Source: an optimization exercise on an open RTL-to-GDS flow (aim: small area, a short achievable clock period and few clock cycles). Production flows keep margins and buffers that such runs may drop.
The RTL was checked by simulation tests, not by an equivalence proof against the original design.
Power is estimated from default activity; no workload was simulated.

<file path="config.mk">
export PLATFORM = sky130hd
export DESIGN_NAME = cvu_core
export DESIGN_NICKNAME = cvu_core
export VERILOG_FILES = /design/flow/design.v
export SDC_FILE = /design/flow/constraint.sdc
export NUM_CORES = 4
export LEC_CHECK = 0
export CAP_MARGIN = 20
export CORE_MARGIN = 2
export CORE_UTILIZATION = 55
export CTS_CLUSTER_DIAMETER = 60
export CTS_CLUSTER_SIZE = 20
export PLACE_DENSITY = 0.7
export SLEW_MARGIN = 20
</file>
<file path="constraint.sdc">
create_clock -name core_clock -period 11.0 [get_ports {clk}]
set_input_delay 2.2000 -clock core_clock [delete_from_list [all_inputs] [get_ports {clk}]]
set_output_delay 2.2000 -clock core_clock [all_outputs]
set_load 0.01 [all_outputs]
</file>
<file path="design.v">
module cvu_core (
    input  wire         clk,
    input  wire         rst,
    input  wire         go,
    input  wire [1:0]   go_alg,
    input  wire         go_init,
    input  wire         go_final,
    input  wire [30:0]  go_len,
    input  wire         ctx_we,
    input  wire [3:0]   ctx_sel,
    input  wire [31:0]  ctx_wdata,
    input  wire         done_clr,
    input  wire         in_valid,
    output wire         in_ready,
    input  wire [31:0]  in_data,
    output wire         busy,
    output reg          done,
    output reg          finalised,
    output reg  [3:0]   cfg_err,
    output wire [255:0] state,
    output wire [63:0]  count
);
    localparam ALG_SHA256 = 2'd3;
    reg         busy_r;
    reg         start;       
    reg  [1:0]  alg;
    reg         ini;
    reg         fin;
    reg  [28:0] wrem;        
    reg  [1:0]  tailb;       
    reg         dl;          
    reg         cv;          
    reg  [1:0]  cnb;         
    reg  [6:0]  c;           
    reg         tailm;       
    reg         zrot;        
    reg         p80;         
    reg         lenin;       
    reg         ph_need;     
    reg         ph_ins;      
    reg         ph_rnd;      
    reg         ph_upd;      
    reg         ph_sts;      
    reg  [31:0] st0, st1, st2, st3, st4, st5, st6, st7;
    reg  [63:0] cnt;
    reg  [31:0] va, vb, vc, vd, ve, vf, vg, vh;
    reg  [31:0] w0, w1, w2, w3, w4, w5, w6, w7;
    reg  [31:0] w8, w9, w10, w11, w12, w13, w14, w15;
    reg  [31:0] kwh;         
    assign busy     = busy_r;
    assign state    = {st7, st6, st5, st4, st3, st2, st1, st0};
    assign count    = cnt;
    wire is_sha   = (alg == ALG_SHA256);
    wire sha_busy = busy_r & is_sha;
    wire crc_busy = busy_r & ~is_sha;
    wire len_z = (go_len == 31'd0);
    wire err2 = (go_len[30] & (|go_len[29:0])) | (len_z & ~go_final);
    wire err3 = (go_alg == ALG_SHA256) & ~go_final &
                ((|go_len[5:0]) | (~go_init & (|cnt[5:0])));
    wire err4 = ~go_init & finalised;
    wire [3:0] go_err = err2 ? 4'd2 : err3 ? 4'd3 : err4 ? 4'd4 : 4'd0;
    wire go_idle = go & ~busy_r;
    wire go_ok   = go_idle & ~err2 & ~err3 & ~err4;
    wire go_sha  = (go_alg == ALG_SHA256);
    wire ctx_wr  = ctx_we & ~busy_r & ~go & (ctx_sel <= 4'd9);
    wire wrem_nz = |wrem;
    assign in_ready = dl & (crc_busy | ph_need);
    wire take    = in_valid & in_ready;
    wire [1:0] tnb = wrem_nz ? 2'd0 : tailb;     
    wire [2:0] tnn = {tnb == 2'd0, tnb};
    wire lastw   = ~wrem_nz | ((wrem == 29'd1) & (tailb == 2'd0));
    reg [31:0] fmt;
    always @(*) begin
        fmt = {in_data[7:0], in_data[15:8], in_data[23:16], in_data[31:24]};
        case (tnb)
            2'd1: fmt = {fmt[31:24], 24'h800000};
            2'd2: fmt = {fmt[31:16], 16'h8000};
            2'd3: fmt = {fmt[31:8], 8'h80};
            default: ;
        endcase
    end
    wire adv     = ~ph_need | ~dl | in_valid;     
    wire ins     = ph_ins & adv;                  
    wire rnd     = ph_rnd & adv;
    wire upd     = ph_upd & adv;
    wire c_wrap  = (c == 7'd67);
    wire more    = fin ? ~lenin : dl;             
    wire sts     = ph_sts & adv;
    wire sha_end = ph_sts & tailm & (c == 7'd2);  
    wire [6:0] c_nx   = c_wrap ? 7'd0 : c + 7'd1;
    wire       tailm_nx = c_wrap ? ~more : tailm;
    wire [63:0] bitlen = {cnt[60:0], 3'b000};
    reg  [31:0] padw;
    always @(*) begin
        if (!p80)
            padw = 32'h8000_0000;
        else if (c[3:0] == 4'd14)
            padw = bitlen[63:32];
        else if (c[3:0] == 4'd15 && lenin)
            padw = bitlen[31:0];
        else
            padw = 32'd0;
    end
    wire [31:0] ss0 = {w1[6:0], w1[31:7]} ^ {w1[17:0], w1[31:18]} ^ {3'd0, w1[31:3]};
    wire [31:0] ss1 = {w14[16:0], w14[31:17]} ^ {w14[18:0], w14[31:19]} ^ {10'd0, w14[31:10]};
    wire [31:0] sc1s = w0 ^ w9 ^ ss0;
    wire [31:0] sc1c = ((w0 & w9) | (w0 & ss0) | (w9 & ss0)) << 1;
    wire [31:0] sc2s = sc1s ^ sc1c ^ ss1;
    wire [31:0] sc2c = ((sc1s & sc1c) | (sc1s & ss1) | (sc1c & ss1)) << 1;
    wire [31:0] wsch = sc2s + sc2c;
    wire [31:0] wnew = (ph_need | crc_busy) ? (dl ? fmt : padw) : wsch;
    wire [5:0] kidx = c[5:0] - 6'd1;
    reg [31:0] kc;
    always @(*) begin
        case (kidx)
            6'd0:  kc = 32'h428a2f98; 6'd1:   kc = 32'h71374491;
            6'd2:  kc = 32'hb5c0fbcf; 6'd3:   kc = 32'he9b5dba5;
            6'd4:  kc = 32'h3956c25b; 6'd5:   kc = 32'h59f111f1;
            6'd6:  kc = 32'h923f82a4; 6'd7:   kc = 32'hab1c5ed5;
            6'd8:  kc = 32'hd807aa98; 6'd9:   kc = 32'h12835b01;
            6'd10: kc = 32'h243185be; 6'd11:  kc = 32'h550c7dc3;
            6'd12: kc = 32'h72be5d74; 6'd13:  kc = 32'h80deb1fe;
            6'd14: kc = 32'h9bdc06a7; 6'd15:  kc = 32'hc19bf174;
            6'd16: kc = 32'he49b69c1; 6'd17:  kc = 32'hefbe4786;
            6'd18: kc = 32'h0fc19dc6; 6'd19:  kc = 32'h240ca1cc;
            6'd20: kc = 32'h2de92c6f; 6'd21:  kc = 32'h4a7484aa;
            6'd22: kc = 32'h5cb0a9dc; 6'd23:  kc = 32'h76f988da;
            6'd24: kc = 32'h983e5152; 6'd25:  kc = 32'ha831c66d;
            6'd26: kc = 32'hb00327c8; 6'd27:  kc = 32'hbf597fc7;
            6'd28: kc = 32'hc6e00bf3; 6'd29:  kc = 32'hd5a79147;
            6'd30: kc = 32'h06ca6351; 6'd31:  kc = 32'h14292967;
            6'd32: kc = 32'h27b70a85; 6'd33:  kc = 32'h2e1b2138;
            6'd34: kc = 32'h4d2c6dfc; 6'd35:  kc = 32'h53380d13;
            6'd36: kc = 32'h650a7354; 6'd37:  kc = 32'h766a0abb;
            6'd38: kc = 32'h81c2c92e; 6'd39:  kc = 32'h92722c85;
            6'd40: kc = 32'ha2bfe8a1; 6'd41:  kc = 32'ha81a664b;
            6'd42: kc = 32'hc24b8b70; 6'd43:  kc = 32'hc76c51a3;
            6'd44: kc = 32'hd192e819; 6'd45:  kc = 32'hd6990624;
            6'd46: kc = 32'hf40e3585; 6'd47:  kc = 32'h106aa070;
            6'd48: kc = 32'h19a4c116; 6'd49:  kc = 32'h1e376c08;
            6'd50: kc = 32'h2748774c; 6'd51:  kc = 32'h34b0bcb5;
            6'd52: kc = 32'h391c0cb3; 6'd53:  kc = 32'h4ed8aa4a;
            6'd54: kc = 32'h5b9cca4f; 6'd55:  kc = 32'h682e6ff3;
            6'd56: kc = 32'h748f82ee; 6'd57:  kc = 32'h78a5636f;
            6'd58: kc = 32'h84c87814; 6'd59:  kc = 32'h8cc70208;
            6'd60: kc = 32'h90befffa; 6'd61:  kc = 32'ha4506ceb;
            6'd62: kc = 32'hbef9a3f7; default: kc = 32'hc67178f2;
        endcase
    end
    wire [31:0] k1s = kc ^ w15 ^ vg;
    wire [31:0] k1c = ((kc & w15) | (kc & vg) | (w15 & vg)) << 1;
    wire [31:0] kwh_nx = k1s + k1c;
    wire [31:0] bs0 = {va[1:0], va[31:2]} ^ {va[12:0], va[31:13]} ^ {va[21:0], va[31:22]};
    wire [31:0] bs1 = {ve[5:0], ve[31:6]} ^ {ve[10:0], ve[31:11]} ^ {ve[24:0], ve[31:25]};
    wire [31:0] ch  = (ve & vf) | (~ve & vg);
    wire [31:0] mj  = (va & vb) | (va & vc) | (vb & vc);
    wire [31:0] x1s = kwh ^ ch ^ mj;
    wire [31:0] x1c = ((kwh & ch) | (kwh & mj) | (ch & mj)) << 1;
    wire [31:0] x2s = x1s ^ x1c ^ bs1;
    wire [31:0] x2c = ((x1s & x1c) | (x1s & bs1) | (x1c & bs1)) << 1;
    wire [31:0] x3s = x2s ^ x2c ^ bs0;
    wire [31:0] x3c = ((x2s & x2c) | (x2s & bs0) | (x2c & bs0)) << 1;
    wire [31:0] y1s = kwh ^ ch ^ vd;
    wire [31:0] y1c = ((kwh & ch) | (kwh & vd) | (ch & vd)) << 1;
    wire [31:0] y2s = y1s ^ y1c ^ bs1;
    wire [31:0] y2c = ((y1s & y1c) | (y1s & bs1) | (y1c & bs1)) << 1;
    reg [31:0] iva, ive;
    always @(*) begin
        case (c[1:0])
            2'd2:    begin iva = 32'ha54ff53a; ive = 32'h5be0cd19; end
            2'd3:    begin iva = 32'h3c6ef372; ive = 32'h1f83d9ab; end
            2'd0:    begin iva = 32'hbb67ae85; ive = 32'h9b05688c; end
            default: begin iva = 32'h6a09e667; ive = 32'h510e527f; end
        endcase
    end
    wire        ivsel = zrot & ini;
    wire [31:0] hua = ivsel ? iva : st3;
    wire [31:0] hue = ivsel ? ive : st7;
    wire [31:0] hva = zrot ? 32'd0 : vd;
    wire [31:0] hve = zrot ? 32'd0 : vh;
    wire [31:0] sum_a = (ph_rnd ? x3s : hua) + (ph_rnd ? x3c : hva);
    wire [31:0] sum_e = (ph_rnd ? y2s : hue) + (ph_rnd ? y2c : hve);
    wire [1:0]  csh = 2'd0 - cnb;                 
    wire [31:0] yc = (alg == 2'd2) ? {st0[15:0], 16'd0}
                                   : {st0[7:0], st0[15:8], st0[23:16], st0[31:24]};
    wire [31:0] xc = yc ^ w15;
    reg  [31:0] zc, rs;
    always @(*) begin
        case (csh)
            2'd0:    begin zc = xc;                rs = 32'd0;               end
            2'd1:    begin zc = {8'd0, xc[31:8]};  rs = {24'd0, st0[31:24]}; end
            2'd2:    begin zc = {16'd0, xc[31:16]}; rs = {16'd0, st0[31:16]}; end
            default: begin zc = {24'd0, xc[31:24]}; rs = {8'd0, st0[31:8]};   end
        endcase
    end
    wire [31:0] g32c, g32;
    wire [15:0] m16;
    wire [175:0] t_z;
    assign t_z[31:0] = zc;
    assign t_z[32] = t_z[15] ^ t_z[30];
    assign t_z[33] = t_z[26] ^ t_z[31];
    assign t_z[34] = t_z[24] ^ t_z[28];
    assign t_z[35] = t_z[23] ^ t_z[29];
    assign t_z[36] = t_z[13] ^ t_z[27];
    assign t_z[37] = t_z[14] ^ t_z[25];
    assign t_z[38] = t_z[2] ^ t_z[18];
    assign t_z[39] = t_z[4] ^ t_z[8];
    assign t_z[40] = t_z[1] ^ t_z[5];
    assign t_z[41] = t_z[6] ^ t_z[10];
    assign t_z[42] = t_z[3] ^ t_z[19];
    assign t_z[43] = t_z[9] ^ t_z[16];
    assign t_z[44] = t_z[7] ^ t_z[11];
    assign t_z[45] = t_z[12] ^ t_z[20];
    assign t_z[46] = t_z[17] ^ t_z[22];
    assign t_z[47] = t_z[21] ^ t_z[34];
    assign t_z[48] = t_z[0] ^ t_z[33];
    assign t_z[49] = t_z[32] ^ t_z[37];
    assign t_z[50] = t_z[21] ^ t_z[36];
    assign t_z[51] = t_z[32] ^ t_z[39];
    assign t_z[52] = t_z[26] ^ t_z[45];
    assign t_z[53] = t_z[0] ^ t_z[22];
    assign t_z[54] = t_z[12] ^ t_z[46];
    assign t_z[55] = t_z[3] ^ t_z[38];
    assign t_z[56] = t_z[40] ^ t_z[43];
    assign t_z[57] = t_z[6] ^ t_z[42];
    assign t_z[58] = t_z[30] ^ t_z[35];
    assign t_z[59] = t_z[36] ^ t_z[48];
    assign t_z[60] = t_z[2] ^ t_z[41];
    assign t_z[61] = t_z[33] ^ t_z[44];
    assign t_z[62] = t_z[17] ^ t_z[23];
    assign t_z[63] = t_z[7] ^ t_z[20];
    assign t_z[64] = t_z[14] ^ t_z[47];
    assign t_z[65] = t_z[25] ^ t_z[28];
    assign t_z[66] = t_z[4] ^ t_z[44];
    assign t_z[67] = t_z[15] ^ t_z[29];
    assign t_z[68] = t_z[40] ^ t_z[41];
    assign t_z[69] = t_z[24] ^ t_z[37];
    assign t_z[70] = t_z[18] ^ t_z[27];
    assign t_z[71] = t_z[1] ^ t_z[35];
    assign t_z[72] = t_z[17] ^ t_z[30];
    assign t_z[73] = t_z[27] ^ t_z[31];
    assign t_z[74] = t_z[5] ^ t_z[31];
    assign t_z[75] = t_z[15] ^ t_z[16];
    assign t_z[76] = t_z[11] ^ t_z[39];
    assign t_z[77] = t_z[9] ^ t_z[35];
    assign t_z[78] = t_z[22] ^ t_z[44];
    assign t_z[79] = t_z[21] ^ t_z[42];
    assign t_z[80] = t_z[7] ^ t_z[10];
    assign t_z[81] = t_z[9] ^ t_z[25];
    assign t_z[82] = t_z[5] ^ t_z[19];
    assign t_z[83] = t_z[16] ^ t_z[49];
    assign t_z[84] = t_z[4] ^ t_z[14];
    assign t_z[85] = t_z[13] ^ t_z[64];
    assign t_z[86] = t_z[38] ^ t_z[41];
    assign t_z[87] = t_z[43] ^ t_z[47];
    assign t_z[88] = t_z[10] ^ t_z[29];
    assign t_z[89] = t_z[19] ^ t_z[28];
    assign t_z[90] = t_z[2] ^ t_z[71];
    assign t_z[91] = t_z[48] ^ t_z[65];
    assign t_z[92] = t_z[20] ^ t_z[55];
    assign t_z[93] = t_z[39] ^ t_z[56];
    assign t_z[94] = t_z[14] ^ t_z[73];
    assign t_z[95] = t_z[34] ^ t_z[43];
    assign t_z[96] = t_z[46] ^ t_z[67];
    assign t_z[97] = t_z[11] ^ t_z[32];
    assign t_z[98] = t_z[24] ^ t_z[29];
    assign t_z[99] = t_z[30] ^ t_z[50];
    assign t_z[100] = t_z[0] ^ t_z[62];
    assign t_z[101] = t_z[8] ^ t_z[32];
    assign t_z[102] = t_z[17] ^ t_z[52];
    assign t_z[103] = t_z[18] ^ t_z[23];
    assign t_z[104] = t_z[0] ^ t_z[15];
    assign t_z[105] = t_z[1] ^ t_z[63];
    assign t_z[106] = t_z[13] ^ t_z[26];
    assign t_z[107] = t_z[49] ^ t_z[106];
    assign t_z[108] = t_z[38] ^ t_z[40];
    assign t_z[109] = t_z[12] ^ t_z[33];
    assign t_z[110] = t_z[28] ^ t_z[45];
    assign t_z[111] = t_z[25] ^ t_z[61];
    assign t_z[112] = t_z[42] ^ t_z[51];
    assign t_z[113] = t_z[54] ^ t_z[90];
    assign t_z[114] = t_z[28] ^ t_z[79];
    assign t_z[115] = t_z[60] ^ t_z[72];
    assign t_z[116] = t_z[92] ^ t_z[96];
    assign t_z[117] = t_z[8] ^ t_z[22];
    assign t_z[118] = t_z[38] ^ t_z[75];
    assign t_z[119] = t_z[47] ^ t_z[68];
    assign t_z[120] = t_z[1] ^ t_z[61];
    assign t_z[121] = t_z[6] ^ t_z[51];
    assign t_z[122] = t_z[22] ^ t_z[27];
    assign t_z[123] = t_z[42] ^ t_z[52];
    assign t_z[124] = t_z[60] ^ t_z[99];
    assign t_z[125] = t_z[2] ^ t_z[24];
    assign t_z[126] = t_z[50] ^ t_z[82];
    assign t_z[127] = t_z[6] ^ t_z[58];
    assign t_z[128] = t_z[21] ^ t_z[24];
    assign t_z[129] = t_z[57] ^ t_z[101];
    assign t_z[130] = t_z[7] ^ t_z[21];
    assign t_z[131] = t_z[1] ^ t_z[19];
    assign t_z[132] = t_z[15] ^ t_z[52];
    assign t_z[133] = t_z[1] ^ t_z[84];
    assign t_z[134] = t_z[3] ^ t_z[31];
    assign t_z[135] = t_z[10] ^ t_z[62];
    assign t_z[136] = t_z[12] ^ t_z[53];
    assign t_z[137] = t_z[13] ^ t_z[35];
    assign t_z[138] = t_z[54] ^ t_z[57];
    assign t_z[139] = t_z[104] ^ t_z[138];
    assign t_z[140] = t_z[86] ^ t_z[105];
    assign t_z[141] = t_z[5] ^ t_z[9];
    assign t_z[142] = t_z[54] ^ t_z[66];
    assign t_z[143] = t_z[0] ^ t_z[17];
    assign t_z[144] = t_z[13] ^ t_z[55];
    assign t_z[145] = t_z[57] ^ t_z[108];
    assign t_z[146] = t_z[11] ^ t_z[107];
    assign t_z[147] = t_z[8] ^ t_z[55];
    assign t_z[148] = t_z[36] ^ t_z[69];
    assign t_z[149] = t_z[43] ^ t_z[88];
    assign t_z[150] = t_z[18] ^ t_z[34];
    assign t_z[151] = t_z[18] ^ t_z[69];
    assign t_z[152] = t_z[45] ^ t_z[76];
    assign t_z[153] = t_z[59] ^ t_z[67];
    assign t_z[154] = t_z[0] ^ t_z[56];
    assign t_z[155] = t_z[49] ^ t_z[89];
    assign t_z[156] = t_z[27] ^ t_z[53];
    assign t_z[157] = t_z[17] ^ t_z[65];
    assign t_z[158] = t_z[16] ^ t_z[72];
    assign t_z[159] = t_z[26] ^ t_z[34];
    assign t_z[160] = t_z[16] ^ t_z[38];
    assign t_z[161] = t_z[29] ^ t_z[30];
    assign t_z[162] = t_z[4] ^ t_z[42];
    assign t_z[163] = t_z[31] ^ t_z[98];
    assign t_z[164] = t_z[33] ^ t_z[46];
    assign t_z[165] = t_z[3] ^ t_z[11];
    assign t_z[166] = t_z[51] ^ t_z[62];
    assign t_z[167] = t_z[10] ^ t_z[111];
    assign t_z[168] = t_z[31] ^ t_z[37];
    assign t_z[169] = t_z[20] ^ t_z[24];
    assign t_z[170] = t_z[16] ^ t_z[109];
    assign t_z[171] = t_z[26] ^ t_z[32];
    assign t_z[172] = t_z[24] ^ t_z[51];
    assign t_z[173] = t_z[31] ^ t_z[53];
    assign t_z[174] = t_z[68] ^ t_z[77];
    assign t_z[175] = t_z[35] ^ t_z[78];
    assign g32c[0] = t_z[91] ^ t_z[112] ^ t_z[113];
    assign g32c[1] = t_z[58] ^ t_z[59] ^ t_z[92] ^ t_z[93];
    assign g32c[2] = t_z[93] ^ t_z[94] ^ t_z[114] ^ t_z[115];
    assign g32c[3] = t_z[41] ^ t_z[66] ^ t_z[74] ^ t_z[95] ^ t_z[116];
    assign g32c[4] = t_z[61] ^ t_z[117] ^ t_z[118] ^ t_z[119];
    assign g32c[5] = t_z[27] ^ t_z[95] ^ t_z[120] ^ t_z[121];
    assign g32c[6] = t_z[23] ^ t_z[26] ^ t_z[56] ^ t_z[80] ^ t_z[112] ^ t_z[122];
    assign g32c[7] = t_z[68] ^ t_z[81] ^ t_z[97] ^ t_z[98] ^ t_z[122] ^ t_z[123];
    assign g32c[8] = t_z[23] ^ t_z[45] ^ t_z[66] ^ t_z[91] ^ t_z[124];
    assign g32c[9] = t_z[66] ^ t_z[83] ^ t_z[100] ^ t_z[125] ^ t_z[126];
    assign g32c[10] = t_z[20] ^ t_z[38] ^ t_z[82] ^ t_z[84] ^ t_z[127];
    assign g32c[11] = t_z[63] ^ t_z[74] ^ t_z[128] ^ t_z[129];
    assign g32c[12] = t_z[28] ^ t_z[43] ^ t_z[90] ^ t_z[102] ^ t_z[129] ^ t_z[130];
    assign g32c[13] = t_z[36] ^ t_z[47] ^ t_z[80] ^ t_z[81] ^ t_z[103] ^ t_z[131] ^ t_z[132];
    assign g32c[14] = t_z[45] ^ t_z[50] ^ t_z[97] ^ t_z[133] ^ t_z[134] ^ t_z[135];
    assign g32c[15] = t_z[74] ^ t_z[76] ^ t_z[85] ^ t_z[118] ^ t_z[136];
    assign g32c[16] = t_z[56] ^ t_z[69] ^ t_z[137] ^ t_z[139];
    assign g32c[17] = t_z[39] ^ t_z[100] ^ t_z[107] ^ t_z[140];
    assign g32c[18] = t_z[37] ^ t_z[47] ^ t_z[58] ^ t_z[70] ^ t_z[141] ^ t_z[142];
    assign g32c[19] = t_z[4] ^ t_z[68] ^ t_z[143] ^ t_z[144];
    assign g32c[20] = t_z[14] ^ t_z[66] ^ t_z[145];
    assign g32c[21] = t_z[8] ^ t_z[40] ^ t_z[46] ^ t_z[63] ^ t_z[91] ^ t_z[127];
    assign g32c[22] = t_z[4] ^ t_z[7] ^ t_z[25] ^ t_z[70] ^ t_z[87] ^ t_z[139];
    assign g32c[23] = t_z[45] ^ t_z[74] ^ t_z[80] ^ t_z[101] ^ t_z[144];
    assign g32c[24] = t_z[6] ^ t_z[8] ^ t_z[87] ^ t_z[113] ^ t_z[146];
    assign g32c[25] = t_z[49] ^ t_z[54] ^ t_z[59] ^ t_z[77] ^ t_z[80] ^ t_z[147];
    assign g32c[26] = t_z[11] ^ t_z[38] ^ t_z[54] ^ t_z[148] ^ t_z[149];
    assign g32c[27] = t_z[12] ^ t_z[42] ^ t_z[135] ^ t_z[146] ^ t_z[150];
    assign g32c[28] = t_z[19] ^ t_z[151] ^ t_z[152] ^ t_z[153];
    assign g32c[29] = t_z[50] ^ t_z[52] ^ t_z[154] ^ t_z[155];
    assign g32c[30] = t_z[1] ^ t_z[20] ^ t_z[59] ^ t_z[60] ^ t_z[64] ^ t_z[96];
    assign g32c[31] = t_z[44] ^ t_z[47] ^ t_z[55] ^ t_z[71] ^ t_z[83] ^ t_z[156];
    assign g32[0] = t_z[2] ^ t_z[8] ^ t_z[27] ^ t_z[34] ^ t_z[83] ^ t_z[109];
    assign g32[1] = t_z[3] ^ t_z[43] ^ t_z[153] ^ t_z[157];
    assign g32[2] = t_z[0] ^ t_z[70] ^ t_z[88] ^ t_z[133] ^ t_z[158] ^ t_z[159];
    assign g32[3] = t_z[19] ^ t_z[29] ^ t_z[73] ^ t_z[97] ^ t_z[108] ^ t_z[157];
    assign g32[4] = t_z[48] ^ t_z[57] ^ t_z[110] ^ t_z[160] ^ t_z[161];
    assign g32[5] = t_z[50] ^ t_z[105] ^ t_z[158] ^ t_z[162] ^ t_z[163];
    assign g32[6] = t_z[5] ^ t_z[39] ^ t_z[46] ^ t_z[70] ^ t_z[128] ^ t_z[132];
    assign g32[7] = t_z[6] ^ t_z[9] ^ t_z[53] ^ t_z[65] ^ t_z[103] ^ t_z[126];
    assign g32[8] = t_z[14] ^ t_z[19] ^ t_z[41] ^ t_z[63] ^ t_z[71] ^ t_z[117] ^ t_z[159];
    assign g32[9] = t_z[35] ^ t_z[43] ^ t_z[45] ^ t_z[61] ^ t_z[64];
    assign g32[10] = t_z[2] ^ t_z[85] ^ t_z[88] ^ t_z[164];
    assign g32[11] = t_z[22] ^ t_z[35] ^ t_z[70] ^ t_z[83] ^ t_z[165];
    assign g32[12] = t_z[12] ^ t_z[48] ^ t_z[89] ^ t_z[166];
    assign g32[13] = t_z[8] ^ t_z[18] ^ t_z[20] ^ t_z[36] ^ t_z[154] ^ t_z[163];
    assign g32[14] = t_z[37] ^ t_z[87] ^ t_z[115] ^ t_z[131];
    assign g32[15] = t_z[116] ^ t_z[167];
    assign g32[16] = t_z[23] ^ t_z[38] ^ t_z[76] ^ t_z[104] ^ t_z[114] ^ t_z[168];
    assign g32[17] = t_z[53] ^ t_z[67] ^ t_z[93] ^ t_z[123];
    assign g32[18] = t_z[4] ^ t_z[9] ^ t_z[40] ^ t_z[100] ^ t_z[124] ^ t_z[169];
    assign g32[19] = t_z[78] ^ t_z[119] ^ t_z[147] ^ t_z[168];
    assign g32[20] = t_z[9] ^ t_z[34] ^ t_z[39] ^ t_z[57] ^ t_z[58] ^ t_z[78] ^ t_z[94];
    assign g32[21] = t_z[5] ^ t_z[10] ^ t_z[26] ^ t_z[27] ^ t_z[63] ^ t_z[77] ^ t_z[84] ^ t_z[125];
    assign g32[22] = t_z[5] ^ t_z[14] ^ t_z[21] ^ t_z[60] ^ t_z[165] ^ t_z[170];
    assign g32[23] = t_z[3] ^ t_z[6] ^ t_z[24] ^ t_z[36] ^ t_z[75] ^ t_z[142];
    assign g32[24] = t_z[5] ^ t_z[7] ^ t_z[59] ^ t_z[160] ^ t_z[166];
    assign g32[25] = t_z[12] ^ t_z[81] ^ t_z[143] ^ t_z[145] ^ t_z[171];
    assign g32[26] = t_z[59] ^ t_z[140] ^ t_z[162];
    assign g32[27] = t_z[40] ^ t_z[45] ^ t_z[79] ^ t_z[111] ^ t_z[172];
    assign g32[28] = t_z[20] ^ t_z[53] ^ t_z[85] ^ t_z[121] ^ t_z[141];
    assign g32[29] = t_z[15] ^ t_z[69] ^ t_z[130] ^ t_z[173] ^ t_z[174];
    assign g32[30] = t_z[1] ^ t_z[23] ^ t_z[28] ^ t_z[41] ^ t_z[44] ^ t_z[94] ^ t_z[136];
    assign g32[31] = t_z[58] ^ t_z[120] ^ t_z[148];
    assign m16[0] = t_z[52] ^ t_z[76] ^ t_z[89] ^ t_z[156];
    assign m16[1] = t_z[40] ^ t_z[50] ^ t_z[77] ^ t_z[110];
    assign m16[2] = t_z[22] ^ t_z[60] ^ t_z[85] ^ t_z[161];
    assign m16[3] = t_z[49] ^ t_z[134] ^ t_z[175];
    assign m16[4] = t_z[23] ^ t_z[170] ^ t_z[172];
    assign m16[5] = t_z[13] ^ t_z[25] ^ t_z[46] ^ t_z[48] ^ t_z[82] ^ t_z[95] ^ t_z[152];
    assign m16[6] = t_z[18] ^ t_z[37] ^ t_z[50] ^ t_z[102] ^ t_z[174];
    assign m16[7] = t_z[19] ^ t_z[36] ^ t_z[64] ^ t_z[78] ^ t_z[86] ^ t_z[171];
    assign m16[8] = t_z[8] ^ t_z[37] ^ t_z[42] ^ t_z[73] ^ t_z[75] ^ t_z[110] ^ t_z[175];
    assign m16[9] = t_z[51] ^ t_z[87] ^ t_z[102] ^ t_z[137];
    assign m16[10] = t_z[46] ^ t_z[74] ^ t_z[99] ^ t_z[149] ^ t_z[151];
    assign m16[11] = t_z[11] ^ t_z[41] ^ t_z[103] ^ t_z[155] ^ t_z[164];
    assign m16[12] = t_z[7] ^ t_z[35] ^ t_z[39] ^ t_z[75] ^ t_z[150] ^ t_z[173];
    assign m16[13] = t_z[8] ^ t_z[17] ^ t_z[19] ^ t_z[24] ^ t_z[25] ^ t_z[56] ^ t_z[58];
    assign m16[14] = t_z[33] ^ t_z[72] ^ t_z[81] ^ t_z[86] ^ t_z[169];
    assign m16[15] = t_z[70] ^ t_z[79] ^ t_z[167];
    wire [15:0] q16 = m16 ^ ((csh == 2'd3) ? {st0[7:0], 8'd0} : 16'd0);
    wire [31:0] crc_nx = (alg == 2'd0) ? (g32c ^ rs) :
                         (alg == 2'd1) ? (g32 ^ rs) : {16'd0, q16};
    wire crc_end = crc_busy & ~dl;
    wire crc_ini = crc_busy & start & ini;
    wire job_end = sha_end | crc_end;
    always @(posedge clk) begin
        if (rst) begin
            busy_r    <= 1'b0;
            start     <= 1'b0;
            cv        <= 1'b0;
            ph_need   <= 1'b0;
            ph_ins    <= 1'b0;
            ph_rnd    <= 1'b0;
            ph_upd    <= 1'b0;
            ph_sts    <= 1'b0;
            done      <= 1'b0;
            finalised <= 1'b0;
            cfg_err   <= 4'd0;
        end else begin
            if (done_clr)
                done <= 1'b0;
            start <= 1'b0;
            if (go_idle) begin
                cfg_err <= go_err;
                busy_r  <= go_ok;
                start   <= go_ok;
                cv      <= 1'b0;
                ph_need <= 1'b0;
                ph_ins  <= 1'b0;
                ph_rnd  <= 1'b0;
                ph_upd  <= go_ok & go_sha;
                ph_sts  <= go_ok & go_sha;
            end else if (busy_r) begin
                cv  <= crc_busy & take;
                if (sha_busy && adv) begin
                    ph_need <= ~tailm_nx & (c_nx < 7'd16);
                    ph_ins  <= ~tailm_nx & (c_nx < 7'd64);
                    ph_rnd  <= (c_nx >= 7'd2) & (c_nx <= 7'd65);
                    ph_upd  <= (c_nx >= 7'd66) | (c_nx <= 7'd1);
                    ph_sts  <= (c_nx >= 7'd66) | (c_nx <= 7'd2);
                end
                if (job_end) begin
                    busy_r    <= 1'b0;
                    done      <= 1'b1;
                    finalised <= fin;
                    ph_need   <= 1'b0;
                    ph_ins    <= 1'b0;
                    ph_rnd    <= 1'b0;
                    ph_upd    <= 1'b0;
                    ph_sts    <= 1'b0;
                end
            end
            if (ctx_wr)
                finalised <= 1'b0;
        end
    end
    always @(posedge clk) begin
        if (go_idle) begin
            alg   <= go_alg;
            ini   <= go_init;
            fin   <= go_final;
            wrem  <= go_len[30:2];
            tailb <= go_len[1:0];
            dl    <= ~len_z;
            c     <= 7'd66;
            tailm <= 1'b0;
            zrot  <= 1'b1;
            p80   <= 1'b0;
            lenin <= 1'b0;
        end else begin
            if (take) begin
                cnb  <= tnb;
                dl   <= ~lastw;
                if (wrem_nz) wrem  <= wrem - 29'd1;
                else         tailb <= 2'd0;
            end
            if (sha_busy && adv) begin
                c     <= c_nx;
                tailm <= tailm_nx;
                if (c == 7'd1)
                    zrot <= 1'b0;
                if (ph_need) begin
                    if (dl) begin
                        if (tnb != 2'd0) p80 <= 1'b1;
                    end else if (!p80) begin
                        p80 <= 1'b1;
                    end else if (c[3:0] == 4'd14) begin
                        lenin <= 1'b1;
                    end
                end
            end
        end
    end
    always @(posedge clk) begin
        if (ins | crc_busy) begin
            w0 <= w1;   w1 <= w2;   w2 <= w3;   w3 <= w4;
            w4 <= w5;   w5 <= w6;   w6 <= w7;   w7 <= w8;
            w8 <= w9;   w9 <= w10;  w10 <= w11; w11 <= w12;
            w12 <= w13; w13 <= w14; w14 <= w15; w15 <= wnew;
        end
        if (sha_busy && adv)
            kwh <= kwh_nx;
    end
    always @(posedge clk) begin
        if (rnd | upd) begin
            va <= sum_a; vb <= va; vc <= vb; vd <= vc;
            ve <= sum_e; vf <= ve; vg <= vf; vh <= vg;
        end
    end
    always @(posedge clk) begin
        if (rst) begin
            st0 <= 32'd0; st1 <= 32'd0; st2 <= 32'd0; st3 <= 32'd0;
            st4 <= 32'd0; st5 <= 32'd0; st6 <= 32'd0; st7 <= 32'd0;
            cnt <= 64'd0;
        end else begin
            if (ctx_wr) begin
                case (ctx_sel)
                    4'd0: st0 <= ctx_wdata;
                    4'd1: st1 <= ctx_wdata;
                    4'd2: st2 <= ctx_wdata;
                    4'd3: st3 <= ctx_wdata;
                    4'd4: st4 <= ctx_wdata;
                    4'd5: st5 <= ctx_wdata;
                    4'd6: st6 <= ctx_wdata;
                    4'd7: st7 <= ctx_wdata;
                    4'd8: cnt[31:0]  <= ctx_wdata;
                    default: cnt[63:32] <= ctx_wdata;
                endcase
            end
            if (start && ini)
                cnt <= 64'd0;
            if (take)    
                cnt <= ((start && ini) ? 64'd0 : cnt) + {61'd0, tnn};
            if (sts) begin
                st0 <= va; st1 <= st0; st2 <= st1; st3 <= st2;
                st4 <= ve; st5 <= st4; st6 <= st5; st7 <= st6;
            end
            if (crc_ini) begin
                st0 <= (alg == 2'd2) ? 32'h0000_FFFF : 32'hFFFF_FFFF;
                st1 <= 32'd0; st2 <= 32'd0; st3 <= 32'd0;
                st4 <= 32'd0; st5 <= 32'd0; st6 <= 32'd0; st7 <= 32'd0;
            end
            if (crc_busy && cv)
                st0 <= crc_nx;
        end
    end
endmodule
</file>
<file path="flow/run.sh">
#!/bin/bash
# The standard layout (standard.sh) with two changes to how it is made:
# ORFS's timing repair aims for 8 ns of setup slack on the design's clock
# (repair_timing -setup_margin 8) and works on the worst 5% of endpoints, and
# the port buffers are buf_2 cells. ORFS writes each step's log under
# orfs/logs; make's own output goes to standard_flow.log.
set -euo pipefail
bash standard.sh SETUP_SLACK_MARGIN=8 TNS_END_PERCENT=5 \
    "BUFFER_PORTS_ARGS=-buffer_cell sky130_fd_sc_hd__buf_2" finish > standard_flow.log 2>&1
</file>
<file path="standard.sh">
#!/bin/bash
# synth_recipe.tcl (not shown) runs the flow's synth.tcl, then flattens the netlist and writes it again
# the make line also repeats each setting of config.mk as NAME=value (left out here)
make -C /OpenROAD-flow-scripts/flow DESIGN_CONFIG=/design/flow/config.mk WORK_HOME=/design/flow/orfs CLKGATE_MAP_FILE= SYNTH_SCRIPT=/design/flow/synth_recipe.tcl "${@:-finish}"
</file>
==> results.cfg, run 1 <==
[critical_path]
path_class = reg2reg
critPathArrivalTime_ns = 5.87
endpoint_kind = flip-flop
start_kind = flip-flop
ff2ff_path_depth = 19
crit_fanout = 15
required_ns = 11.53

[status]
outcome = timing/DRC/antenna clean

[logic_synthesis]
post_synth.cell_area_avg_sq_um = 10.42
synthSimpleGateAreaFrac_pct = 9.581
synth_edf_count = 838
ys_warn_count = 1
ys_ff_latch = 1182
synth_top_family_by_area = compound AO/OA/AOI/OAI gates
ys_async_sr_fraction_pct = 0
synth.cell_area_sq_um = 70610
synth.area.mux_share_pct = 2.015
seq_area_frac_synth_pct = 45.39
synthXorXnorAreaFrac_pct = 12.27
synth_flop_cell = edfxtp_1
syn_inst = 6775
synth_fa_ha_area_share_pct = 9.767
synth_compound_area_share_pct = 16.53
synth.distinct_cells = 103

[routing]
avgViaCountPerCell = 6.871
wl_per_cell_um = 36.30
dr.first_iter.drc_count = 11516
drt_wl_total_um = 337700
drc_errors = 0
final_antenna_net_count = 0
first_pass_iters = 10
vias = 63916

[global_routing]
grt_pass1_vias = 57936
gr-usage-met3_pct = 20.61
gr-usage-met1_pct = 60.94
antenna_found_initial = 42
grt_usage_pct = 48.44
globalRouteMet2Util_pct = 67.11
grt_pass1_wl_um = 445900
top_usage_layer = met2
grt_max_degree = 91
overflow = 0

[power_and_ir_drop]
p_per_area_nw_per_um2 = 226.3
leakage_nw = 34.48
ir_drop_uv = 168.3
p_comb_share_pct = 51.0
internal_power_w = 0.01146
p_switching_w = 0.008269
seqPwrFrac_pct = 28.8
p_sw_share_pct = 41.92
clock_power_share_pct = 20.2

[sta]
hold_viol = 0
fin_ws_ns = 5.660
slew_headroom_pct = 15.04
worst_slew_pin_slew_ns = 1.270
setup_viol = 0
period_share_pct = 48.55
period_needed_ns = 5.340
setup_tns_ns = 0
rsz0062_at_grt = yes
fin_worst_skew_ns = 0.05958
holdWs_ns = 0.4168
max_freq_mhz = 187.3
drv_slew = 0

[final_layout]
multi_input_area_sq_um = 38940
drive_above_1_share_pct = 24.56
seq_area_sq_um = 32070
largest-register = cnt
nets = 8056
largest_reg_flops = 64
synthToLayoutAreaGrowth_pct = 23.44
fill_cells = 9318

[floorplan]
io_pins = 437
die_y_um = 362.3
dieArea_sq_um = 131300
fp-row-count = 131
start_util_pct = 55.37
core_area_sq_um = 127500
chipWidth_um = 362.3

[clocking]
clk_path_buf_depth = 3
cts_tree = built
cts-root-buf = clkbuf_16
cts_buffers = 102
path_clk_slew_ns = 0.09
ctsHoldBuffers = 0
cts.sinks = 1182
clk_latency_ns = 0.79
cts_max_level = 3

[place]
preCtsSetupSlack_ns = 3.480
dp_hpwl_um = 232200
io_buffers = 435
gp_congestion = 1.083

[run]
cap_violations = 0

[worst_hold_path]
hp-class = reg2reg
hold_path_depth = 0
-- worst paths after layout --
check	startpoint	end	slack (ns)
max	c[0]	kwh[31]	5.66
min	w7[20]	w6[20]	0.42
max reg2reg	c[0]	kwh[31]	5.66
min reg2reg	w7[20]	w6[20]	0.42
-- metal layers --
layer | up-vias | wire length, um
met5 | - | 644
met4 | 38 | 31990
met3 | 1593 | 53910
met2 | 5830 | 135600
met1 | 30800 | 115600
li1 | 25655 | -
-- cells in the mapped netlist, types with 41 or more instances --
| cell type | count | area [sq um] |
|---|---|---|
| a211oi_1 | 78 | 585.6 |
| a21oi_1 | 549 | 2748 |
| ha_1 | 152 | 1902 |
| xnor3_1 | 41 | 923.4 |
| a21o_1 | 90 | 675.7 |
| o21ai_0 | 421 | 2107 |
| xor2_1 | 212 | 1857 |
| a31oi_1 | 66 | 412.9 |
| nand3_1 | 95 | 475.5 |
| edfxtp_1 | 838 | 25160 |
| o21a_1 | 47 | 352.8 |
| nor3_1 | 81 | 405.4 |
| inv_1 | 358 | 1344 |
| mux2i_1 | 109 | 1091 |
| clkbuf_1 | 391 | 1468 |
| a22oi_1 | 235 | 1764 |
| nor2_1 | 378 | 1419 |
| dfxtp_1 | 344 | 6887 |
| xnor2_1 | 599 | 5246 |
| nand2_1 | 698 | 2620 |
| nand2b_1 | 54 | 337.8 |
| fa_1 | 249 | 4985 |
-- layout make-up --
class	instances	share of cell area [%]
diodes	17	0.04880
repair buffers	1114	10.38
inverters	364	1.639
well taps	1662	2.386
clock buffers	114	3.065
flip-flops and latches	1182	36.79
clock inverters	67	1.009
multi-input cells	4782	44.68
-- through the flow --
| stage | instance area, sq um | total power, W | std cells | utilization, % |
|---|---|---|---|---|
| 2_1_floorplan | 70620 | 0.01116 | 6775 | - |
| 3_3_place_gp | 74560 | 0.01393 | 8576 | 58.47 |
| 3_5_place_dp | 74560 | 0.01392 | 8576 | 58.47 |
| 4_1_cts | 83010 | 0.01840 | 9055 | 65.10 |
| 5_1_grt | 87130 | 0.02016 | 9288 | 68.33 |
| 6_report | 87170 | 0.01973 | 9302 | 68.36 |
-- power groups by stage --
stage,Clock (W),Sequential (W),Combinational [W]
floorplan,0,0.00557,0.00558
global placement,0,0.00575,0.00818
detailed placement,0,0.00576,0.00816
CTS,0.00394,0.00564,0.00882
global route,0.00410,0.00568,0.0104
finish,0.00398,0.00569,0.0101
-- logic make-up after synthesis --
logic type      count (synthesis)
buf+inv                       817
xor+xnor                      884
simple gates                 1536
mux                           126
flops                        1182
fa+ha+maj                     402
compound gates               1827
other cells                     1
-- worst max-delay path, stage by stage (launching register included) --
cell and delay, ns:
dfxtp_4 0.36, buf_12 0.14, clkinv_16 0.09, ha_4 0.20
ha_4 0.27, buf_6 0.14, bufbuf_16 0.29, nand2_1 0.12
o21ai_0 0.15, o41ai_1 0.89, o21ai_0 0.47, fa_1 0.60
inv_1 0.04, ha_1 0.40, nand2_1 0.11, a211o_1 0.32
a31oi_2 0.16, o21a_1 0.15, nor2_2 0.04, xnor2_1 0.11
-- cell usage in the layout, fill, tap and decap left out, types with 25 or more instances in the layout --
cell	Yosys	final
a211oi_1	78	70
a21o_1	90	87
a21oi_1	549	484
a21oi_2	2	52
a221o_1	31	30
a22o_1	33	33
a22oi_1	235	234
a31oi_1	66	53
and3_1	37	33
buf_12	0	34
buf_2	16	432
buf_4	6	505
buf_6	4	88
clkbuf_16	0	127
dfxtp_1	344	338
edfxtp_1	838	838
fa_1	249	234
ha_1	152	119
inv_1	358	335
mux2i_1	109	102
nand2_1	698	667
nand2b_1	54	47
nand3_1	95	84
nor2_1	378	334
nor3_1	81	67
nor4_1	34	28
o211ai_1	38	38
o21a_1	47	45
o21ai_0	421	351
o21ai_1	4	39
o21ai_2	2	34
xnor2_1	599	535
xnor2_2	11	53
xnor2_4	3	25
xnor3_1	41	37
xor2_1	212	194
-- repair_timing --
item | 4_1_cts | 5_1_grt
pin swaps | 150 | 146
setup buffers | 279 | 200
cloned | 19 | 29
resized for setup | 508 | 368
endpoints found under the setup margin | 1649 | 1648
Testbench counts, summed over its fixed seeds: cycles 37,894.
==> run 2: changes to the inputs <==
--- a/design.v
+++ b/design.v
@@ -29,11 +29,15 @@
     reg  [28:0] wrem;        
     reg  [1:0]  tailb;       
     reg         dl;          
-    reg         cv;          
-    reg  [1:0]  cnb;         
+    reg         rdy;         
+    reg  [31:0] ib;          
+    reg  [1:0]  ibnb;        
+    reg         ibv;
     reg  [6:0]  c;           
     reg         tailm;       
     reg         zrot;        
+    reg         ivs;         
+    reg  [1:0]  rk;          
     reg         p80;         
     reg         lenin;       
     reg         ph_need;     
@@ -47,7 +51,9 @@
     reg  [31:0] w0, w1, w2, w3, w4, w5, w6, w7;
     reg  [31:0] w8, w9, w10, w11, w12, w13, w14, w15;
     reg  [31:0] kwh;         
+    reg  [31:0] kr;          
     assign busy     = busy_r;
+    assign in_ready = rdy;
     assign state    = {st7, st6, st5, st4, st3, st2, st1, st0};
     assign count    = cnt;
     wire is_sha   = (alg == ALG_SHA256);
@@ -64,10 +70,8 @@
     wire go_sha  = (go_alg == ALG_SHA256);
     wire ctx_wr  = ctx_we & ~busy_r & ~go & (ctx_sel <= 4'd9);
     wire wrem_nz = |wrem;
-    assign in_ready = dl & (crc_busy | ph_need);
-    wire take    = in_valid & in_ready;
+    wire take    = in_valid & rdy;
     wire [1:0] tnb = wrem_nz ? 2'd0 : tailb;     
-    wire [2:0] tnn = {tnb == 2'd0, tnb};
     wire lastw   = ~wrem_nz | ((wrem == 29'd1) & (tailb == 2'd0));
     reg [31:0] fmt;
     always @(*) begin
@@ -79,12 +83,17 @@
             default: ;
         endcase
     end
-    wire adv     = ~ph_need | ~dl | in_valid;     
+    wire [2:0] ibn = {ibnb == 2'd0, ibnb};
+    wire [3:0]  cnt_lo = {1'b0, cnt[2:0]} + {1'b0, ibn};
+    wire [60:0] cnt_hi;
+    cvu_inc61 u_inc (.a(cnt[63:3]), .ci(cnt_lo[3]), .s(cnt_hi));
+    wire adv     = ~ph_need | ibv | ~dl;          
     wire ins     = ph_ins & adv;                  
     wire rnd     = ph_rnd & adv;
     wire upd     = ph_upd & adv;
+    wire sha_cons = ph_need & ibv;                
     wire c_wrap  = (c == 7'd67);
-    wire more    = fin ? ~lenin : dl;             
+    wire more    = fin ? ~lenin : (dl | ibv);     
     wire sts     = ph_sts & adv;
     wire sha_end = ph_sts & tailm & (c == 7'd2);  
     wire [6:0] c_nx   = c_wrap ? 7'd0 : c + 7'd1;
@@ -103,16 +112,19 @@
     end
     wire [31:0] ss0 = {w1[6:0], w1[31:7]} ^ {w1[17:0], w1[31:18]} ^ {3'd0, w1[31:3]};
     wire [31:0] ss1 = {w14[16:0], w14[31:17]} ^ {w14[18:0], w14[31:19]} ^ {10'd0, w14[31:10]};
-    wire [31:0] sc1s = w0 ^ w9 ^ ss0;
-    wire [31:0] sc1c = ((w0 & w9) | (w0 & ss0) | (w9 & ss0)) << 1;
-    wire [31:0] sc2s = sc1s ^ sc1c ^ ss1;
-    wire [31:0] sc2c = ((sc1s & sc1c) | (sc1s & ss1) | (sc1c & ss1)) << 1;
-    wire [31:0] wsch = sc2s + sc2c;
-    wire [31:0] wnew = (ph_need | crc_busy) ? (dl ? fmt : padw) : wsch;
-    wire [5:0] kidx = c[5:0] - 6'd1;
+    wire [31:0] sp  = w0 ^ w9;
+    wire [31:0] sq  = ss0 ^ ss1;
+    wire [31:0] sr  = sp ^ sq;
+    wire [31:0] st_ = (sp & ss0) | (~sp & w0);                   
+    wire [31:0] sti = {st_[30:0], 1'b0};
+    wire [31:0] sc2s = sr ^ sti;
+    wire [31:0] sc2c = ((sr & sti) | (~sr & ss1)) << 1;
+    wire [31:0] wsch;
+    cvu_add32 u_add_w (.a(sc2s), .b(sc2c), .s(wsch));
+    wire [31:0] wnew = ~ph_need ? wsch : (ibv ? ib : padw);
     reg [31:0] kc;
     always @(*) begin
-        case (kidx)
+        case (c[5:0])
             6'd0:  kc = 32'h428a2f98; 6'd1:   kc = 32'h71374491;
             6'd2:  kc = 32'hb5c0fbcf; 6'd3:   kc = 32'he9b5dba5;
             6'd4:  kc = 32'h3956c25b; 6'd5:   kc = 32'h59f111f1;
@@ -147,43 +159,50 @@
             6'd62: kc = 32'hbef9a3f7; default: kc = 32'hc67178f2;
         endcase
     end
-    wire [31:0] k1s = kc ^ w15 ^ vg;
-    wire [31:0] k1c = ((kc & w15) | (kc & vg) | (w15 & vg)) << 1;
-    wire [31:0] kwh_nx = k1s + k1c;
+    wire [31:0] k1s = kr ^ w15 ^ vg;
+    wire [31:0] k1c = ((kr & w15) | (kr & vg) | (w15 & vg)) << 1;
+    wire [31:0] kwh_nx;
+    cvu_add32 u_add_k (.a(k1s), .b(k1c), .s(kwh_nx));
     wire [31:0] bs0 = {va[1:0], va[31:2]} ^ {va[12:0], va[31:13]} ^ {va[21:0], va[31:22]};
     wire [31:0] bs1 = {ve[5:0], ve[31:6]} ^ {ve[10:0], ve[31:11]} ^ {ve[24:0], ve[31:25]};
     wire [31:0] ch  = (ve & vf) | (~ve & vg);
     wire [31:0] mj  = (va & vb) | (va & vc) | (vb & vc);
     wire [31:0] x1s = kwh ^ ch ^ mj;
     wire [31:0] x1c = ((kwh & ch) | (kwh & mj) | (ch & mj)) << 1;
-    wire [31:0] x2s = x1s ^ x1c ^ bs1;
-    wire [31:0] x2c = ((x1s & x1c) | (x1s & bs1) | (x1c & bs1)) << 1;
-    wire [31:0] x3s = x2s ^ x2c ^ bs0;
-    wire [31:0] x3c = ((x2s & x2c) | (x2s & bs0) | (x2c & bs0)) << 1;
-    wire [31:0] y1s = kwh ^ ch ^ vd;
-    wire [31:0] y1c = ((kwh & ch) | (kwh & vd) | (ch & vd)) << 1;
-    wire [31:0] y2s = y1s ^ y1c ^ bs1;
-    wire [31:0] y2c = ((y1s & y1c) | (y1s & bs1) | (y1c & bs1)) << 1;
+    wire [31:0] xp  = x1s ^ x1c;
+    wire [31:0] xq  = bs1 ^ bs0;
+    wire [31:0] xr  = xp ^ xq;
+    wire [31:0] xt  = (xp & bs1) | (~xp & x1s);                  
+    wire [31:0] xti = {xt[30:0], 1'b0};
+    wire [31:0] x3s = xr ^ xti;
+    wire [31:0] x3c = ((xr & xti) | (~xr & bs0)) << 1;
+    wire [31:0] yp  = kwh ^ vd;
+    wire [31:0] yq  = ch ^ bs1;
+    wire [31:0] yr  = yp ^ yq;
+    wire [31:0] yt  = (yp & ch) | (~yp & kwh);                   
+    wire [31:0] yti = {yt[30:0], 1'b0};
+    wire [31:0] y2s = yr ^ yti;
+    wire [31:0] y2c = ((yr & yti) | (~yr & bs1)) << 1;
     reg [31:0] iva, ive;
     always @(*) begin
-        case (c[1:0])
+        case (rk)
             2'd2:    begin iva = 32'ha54ff53a; ive = 32'h5be0cd19; end
             2'd3:    begin iva = 32'h3c6ef372; ive = 32'h1f83d9ab; end
             2'd0:    begin iva = 32'hbb67ae85; ive = 32'h9b05688c; end
             default: begin iva = 32'h6a09e667; ive = 32'h510e527f; end
         endcase
     end
-    wire        ivsel = zrot & ini;
-    wire [31:0] hua = ivsel ? iva : st3;
-    wire [31:0] hue = ivsel ? ive : st7;
+    wire [31:0] hua = ivs ? iva : st3;
+    wire [31:0] hue = ivs ? ive : st7;
     wire [31:0] hva = zrot ? 32'd0 : vd;
     wire [31:0] hve = zrot ? 32'd0 : vh;
-    wire [31:0] sum_a = (ph_rnd ? x3s : hua) + (ph_rnd ? x3c : hva);
-    wire [31:0] sum_e = (ph_rnd ? y2s : hue) + (ph_rnd ? y2c : hve);
-    wire [1:0]  csh = 2'd0 - cnb;                 
+    wire [31:0] sum_a, sum_e;
+    cvu_add32 u_add_a (.a(ph_rnd ? x3s : hua), .b(ph_rnd ? x3c : hva), .s(sum_a));
+    cvu_add32 u_add_e (.a(ph_rnd ? y2s : hue), .b(ph_rnd ? y2c : hve), .s(sum_e));
+    wire [1:0]  csh = 2'd0 - ibnb;                
     wire [31:0] yc = (alg == 2'd2) ? {st0[15:0], 16'd0}
                                    : {st0[7:0], st0[15:8], st0[23:16], st0[31:24]};
-    wire [31:0] xc = yc ^ w15;
+    wire [31:0] xc = yc ^ ib;
     reg  [31:0] zc, rs;
     always @(*) begin
         case (csh)
@@ -427,11 +446,16 @@
     wire crc_end = crc_busy & ~dl;
     wire crc_ini = crc_busy & start & ini;
     wire job_end = sha_end | crc_end;
+    wire dl_nx    = dl & ~(take & lastw);
+    wire ibv_nx   = take | (ibv & ~crc_busy & ~ph_need);
+    wire need_nx  = adv ? (~tailm_nx & ((c_nx < 7'd16))) : ph_need;
+    wire rdy_nx   = ~job_end & dl_nx & (~is_sha | ~ibv_nx | need_nx);
     always @(posedge clk) begin
         if (rst) begin
             busy_r    <= 1'b0;
             start     <= 1'b0;
-            cv        <= 1'b0;
+            rdy       <= 1'b0;
+            ibv       <= 1'b0;
             ph_need   <= 1'b0;
             ph_ins    <= 1'b0;
             ph_rnd    <= 1'b0;
@@ -448,14 +472,16 @@
                 cfg_err <= go_err;
                 busy_r  <= go_ok;
                 start   <= go_ok;
-                cv      <= 1'b0;
+                rdy     <= go_ok & ~len_z;
+                ibv     <= 1'b0;
                 ph_need <= 1'b0;
                 ph_ins  <= 1'b0;
                 ph_rnd  <= 1'b0;
                 ph_upd  <= go_ok & go_sha;
                 ph_sts  <= go_ok & go_sha;
             end else if (busy_r) begin
-                cv  <= crc_busy & take;
+                rdy <= rdy_nx;
+                ibv <= ibv_nx;
                 if (sha_busy && adv) begin
                     ph_need <= ~tailm_nx & (c_nx < 7'd16);
                     ph_ins  <= ~tailm_nx & (c_nx < 7'd64);
@@ -489,23 +515,29 @@
             c     <= 7'd66;
             tailm <= 1'b0;
             zrot  <= 1'b1;
+            ivs   <= go_init;
+            rk    <= 2'd2;
             p80   <= 1'b0;
             lenin <= 1'b0;
         end else begin
             if (take) begin
-                cnb  <= tnb;
+                ib   <= fmt;
+                ibnb <= tnb;
                 dl   <= ~lastw;
                 if (wrem_nz) wrem  <= wrem - 29'd1;
                 else         tailb <= 2'd0;
             end
             if (sha_busy && adv) begin
                 c     <= c_nx;
+                rk    <= c_nx[1:0];
                 tailm <= tailm_nx;
-                if (c == 7'd1)
+                if (c == 7'd1) begin
                     zrot <= 1'b0;
+                    ivs  <= 1'b0;
+                end
                 if (ph_need) begin
-                    if (dl) begin
-                        if (tnb != 2'd0) p80 <= 1'b1;
+                    if (ibv) begin
+                        if (ibnb != 2'd0) p80 <= 1'b1;
                     end else if (!p80) begin
                         p80 <= 1'b1;
                     end else if (c[3:0] == 4'd14) begin
@@ -516,14 +548,16 @@
         end
     end
     always @(posedge clk) begin
-        if (ins | crc_busy) begin
+        if (ins) begin
             w0 <= w1;   w1 <= w2;   w2 <= w3;   w3 <= w4;
             w4 <= w5;   w5 <= w6;   w6 <= w7;   w7 <= w8;
             w8 <= w9;   w9 <= w10;  w10 <= w11; w11 <= w12;
             w12 <= w13; w13 <= w14; w14 <= w15; w15 <= wnew;
         end
-        if (sha_busy && adv)
+        if (sha_busy && adv) begin
             kwh <= kwh_nx;
+            kr  <= kc;
+        end
     end
     always @(posedge clk) begin
         if (rnd | upd) begin
@@ -553,8 +587,8 @@
             end
             if (start && ini)
                 cnt <= 64'd0;
-            if (take)    
-                cnt <= ((start && ini) ? 64'd0 : cnt) + {61'd0, tnn};
+            if ((crc_busy && ibv) || sha_cons)
+                cnt <= {cnt_hi, cnt_lo[2:0]};
             if (sts) begin
                 st0 <= va; st1 <= st0; st2 <= st1; st3 <= st2;
                 st4 <= ve; st5 <= st4; st6 <= st5; st7 <= st6;
@@ -564,8 +598,22 @@
                 st1 <= 32'd0; st2 <= 32'd0; st3 <= 32'd0;
                 st4 <= 32'd0; st5 <= 32'd0; st6 <= 32'd0; st7 <= 32'd0;
             end
-            if (crc_busy && cv)
+            if (crc_busy && ibv)
                 st0 <= crc_nx;
         end
     end
 endmodule
+module cvu_add32 (
+    input  wire [31:0] a,
+    input  wire [31:0] b,
+    output wire [31:0] s
+);
+    assign s = a + b;
+endmodule
+module cvu_inc61 (
+    input  wire [60:0] a,
+    input  wire        ci,
+    output wire [60:0] s
+);
+    assign s = a + {60'd0, ci};
+endmodule
--- a/config.mk
+++ b/config.mk
@@ -12,3 +12,4 @@
 export CTS_CLUSTER_SIZE = 20
 export PLACE_DENSITY = 0.7
 export SLEW_MARGIN = 20
+export SYNTH_HIERARCHICAL = 1
==> run 2 against run 1 <==
- still clean
- non-clock buffer count up 12
- synthesized area grew 5.8%
- final cell count up 7.1%
- routed wire length is 0.79% higher
- count of clock-buffer cells in the layout grew 19
- register-to-register slack improved by 0.64 ns
- clock power rose by 6.0%
- synthesized cell count increased by 7.5%
- clock skew down 0.0014 ns
- largest power group unchanged
==> results.cfg, run 2 <==
[status]
outcome = timing/DRC/antenna clean

[clocking]
cts_max_level = 3
cts.sinks = 1248
cts_tree = built
cts-root-buf = clkbuf_16
cts_buffers = 110
clk_path_buf_depth = 3
path_clk_slew_ns = 0.08
ctsHoldBuffers = 0
clk_latency_ns = 0.79

[logic_synthesis]
ys_async_sr_fraction_pct = 0
synth_edf_count = 903
ys_warn_count = 7
synth_top_cell_by_area = edfxtp_1
synth_flop_cell = edfxtp_1
yosys.area.top_type_share_pct = 36.30
post_synth.cell_area_avg_sq_um = 10.26
ys_ff_latch = 1248
synth.cell_area_sq_um = 74710
syn_inst = 7285
synth.distinct_cells = 112
seq_area_frac_synth_pct = 45.54
yosysMostFrequentCell = edfxtp_1
synth_top_cells_by_count = edfxtp_1, xnor2_1, nand2_1, a21oi_1, nor2_1
synthTopCellsByArea = edfxtp_1, xnor2_1, dfxtp_1

[routing]
first_pass_iters = 13
dr.first_iter.drc_count = 11520
final_antenna_net_count = 0
drt_wl_total_um = 340400
wl_per_cell_um = 34.17
drc_errors = 0
vias = 67903
avgViaCountPerCell = 6.818

[critical_path]
reg2reg_from = w1[11]
startpoint = w1[11]
path_class = reg2reg
crit_fanout = 5
critPathArrivalTime_ns = 5.14
required_ns = 11.45
endpoint_kind = flip-flop
start_kind = flip-flop

[sta]
max_freq_mhz = 212.9
fin_worst_skew_ns = 0.05817
setup_tns_ns = 0
rsz0062_at_grt = yes
period_needed_ns = 4.697
hold_viol = 0
period_share_pct = 42.70
worst_slew_pin_slew_ns = 1.231
slew_headroom_pct = 17.61
holdWs_ns = 0.3900
drv_slew = 0
setup_viol = 0

[power_and_ir_drop]
leakage_nw = 35.65
p_per_area_nw_per_um2 = 175.2
p_total_w = 0.01640
ir_drop_uv = 138.4

[floorplan]
dieArea_sq_um = 138800
core_area_sq_um = 135100
chipWidth_um = 372.6
io_pins = 437
die_y_um = 372.6
start_util_pct = 55.29
fp-row-count = 135

[global_routing]
gr-usage-met1_pct = 60.36
antenna_found_initial = 28
globalRouteMet2Util_pct = 65.42
overflow = 0
grt_pass1_vias = 61464
gr-usage-met3_pct = 16.50
grt_pass1_wl_um = 460000
top_usage_layer = met2
grt_usage_pct = 46.97
grt_max_degree = 199

[final_layout]
mostFrequentLayoutCells = edfxtp_1, nand2_1, xnor2_1, buf_4, buf_2
drive_above_1_share_pct = 26.11
final_cells = 9960
largest_reg_flops = 64
synthToLayoutAreaGrowth_pct = 25.27
largest-register = cnt
nets = 8382
mostFrequentLayoutCell = edfxtp_1
multi_input_area_sq_um = 43760
fill_cells = 9866
seq_area_sq_um = 34050

[place]
dp_hpwl_um = 234700
io_buffers = 435
dp_cells = 9149
gp_congestion = 1.109

[run]
cap_violations = 0

[worst_hold_path]
hp-class = reg2reg
worstHoldStart = w7[31]
-- run 2: changes by cell type after synthesis, sizes merged, moves of 44 or more --
| cell | before | now |
|---|---|---|
| xor2 | 222 | 365 |
| fa | 249 | 67 |
| maj3 | 1 | 106 |
| nand2 | 698 | 792 |
| buf | 61 | 105 |
| inv | 360 | 140 |
| a21oi | 551 | 493 |
| xnor2 | 613 | 866 |
| nand4 | 22 | 73 |
| a21o | 90 | 141 |
| edfxtp | 838 | 903 |
| nand3 | 95 | 163 |
| nor2 | 380 | 437 |
-- run 2: report_power, final --
part	total (W)	switching, W	internal, W	leakage [nW]
sequential	0.00569	0.000386	0.00531	11.1
clock	0.00422	0.00205	0.00217	1.85
combinational	0.00648	0.00359	0.00289	22.7
total	0.0164	0.00603	0.0104	35.7
-- run 2: worst max-delay path, cell delays in order, from the launching register on --
cell and delay (ns):
edfxtp_1 0.38, buf_6 0.14, xor2_2 0.18, xnor2_2 0.19
o21ai_0 0.50, xnor2_2 0.18, ha_1 0.41, nand2_1 0.12
o32ai_2 0.30, a21oi_2 0.12, a21oi_2 0.21, nand3_2 0.12
a311oi_2 0.23, xor2_1 0.10, a222oi_1 0.90, nand2_1 0.28
-- run 2: Yosys stat by module (local to each module, per instance) --
module     flip-flops and latches  times used  area (sq um)
cvu_add32                       0           4          1744
cvu_inc61                       0           1          1276
cvu_core                     1248           1         66460
-- run 2: kinds of logic (layout without fill, tap and decap cells) --
| logic type | Yosys count | count (layout) | share of synthesized area (%) |
|---|---|---|---|
| AOI/OAI and AO/OA | 1815 | 1815 | 15.98 |
| xor gates and xnor gates | 1280 | 1280 | 16.12 |
| adders and majority gates | 321 | 321 | 5.694 |
| buffers and inverters | 622 | 1470 | 3.267 |
| DFF | 1248 | 1248 | 45.54 |
| muxes | 165 | 166 | 2.428 |
| other | 1 | 35 | 0.005019 |
| and+or+nand+nor | 1833 | 1844 | 10.96 |
-- run 2: final timing paths --
| path | end | slack, ns | cells after the start |
|---|---|---|---|
| worst max-delay path | w15[18] | 6.30 | 15 |
| worst max register to register | w15[18] | 6.30 | 15 |
| worst min register to register | w6[31] | 0.39 | 0 |
| worst min-delay path | w6[31] | 0.39 | 0 |
-- run 2: layout make-up --
type                    count  area share [%]
multi-input cells        5429           46.76
flip-flops and latches   1248           36.38
repair buffers           1126           9.652
clock buffers             133           3.100
well taps                1781           2.381
clock inverters            68           1.024
inverters                 142          0.6123
diodes                     32         0.08557
repair inverters            1        0.008022
-- run 2: stage by stage --
step | setup WS [ns] | utilization (%) | cell area [sq um]
after CTS | 6.588 | 67.65 | 91420
after detailed placement | 5.422 | 58.04 | 78430
after global placement | 4.525 | 58.00 | 78380
final | 6.303 | 69.26 | 93580
after floorplan | 6.396 | - | 74750
after global routing | 6.298 | 69.20 | 93510
-- run 2: repair_timing --
| action | CTS | global route |
|---|---|---|
| endpoints found under the setup margin | 1620 | 1666 |
| pin swaps | 291 | 151 |
| gates cloned | 20 | 8 |
| resized for setup | 856 | 261 |
| buffers inserted | 471 | 77 |
-- run 2: metal layers --
metal  routed length [um]  share of wire, %  up-vias
met5                  121             0.036        -
met4                31380               9.2       20
met3                51380                15     1558
met2               136700                40     5841
met1               120800                35    32670
li1                     -                 -    27814
Testbench counts of run 2, summed over its fixed seeds: cycles 37,894.

-- afterwards: timing with drivers on the ports --
The results above use ideal ports. As a check the final layouts listed here were re-extracted and re-timed, cells and wires unchanged.
Step 1: set_driving_cell puts a clkbuf_16 on clk and a buf_2 on each other input, an assumption about the parent block.
Step 2 also shifts input and output timing later by t, the mid clock arrival at the registers, as if the neighbouring blocks saw the same clock.
Slacks: ideal / step 1 / step 2; pairs: ideal / step 1.
run	shift t [ns]	setup slack, ns	worst register clock-pin slew, ns	worst slew at a driven data input, ns	cell pins on the clock port's net
run 1	0.838	5.660 / 5.660 / 5.529	0.10 / 0.10	0.22	1
run 2	0.853	6.303 / 6.303 / 6.303	0.09 / 0.09	0.22	1
After both steps setup and hold are still met in every run listed. For run 1, which loses most, drivers alone change the setup slack by 0.000 ns; drivers and shift together by -0.131 ns.
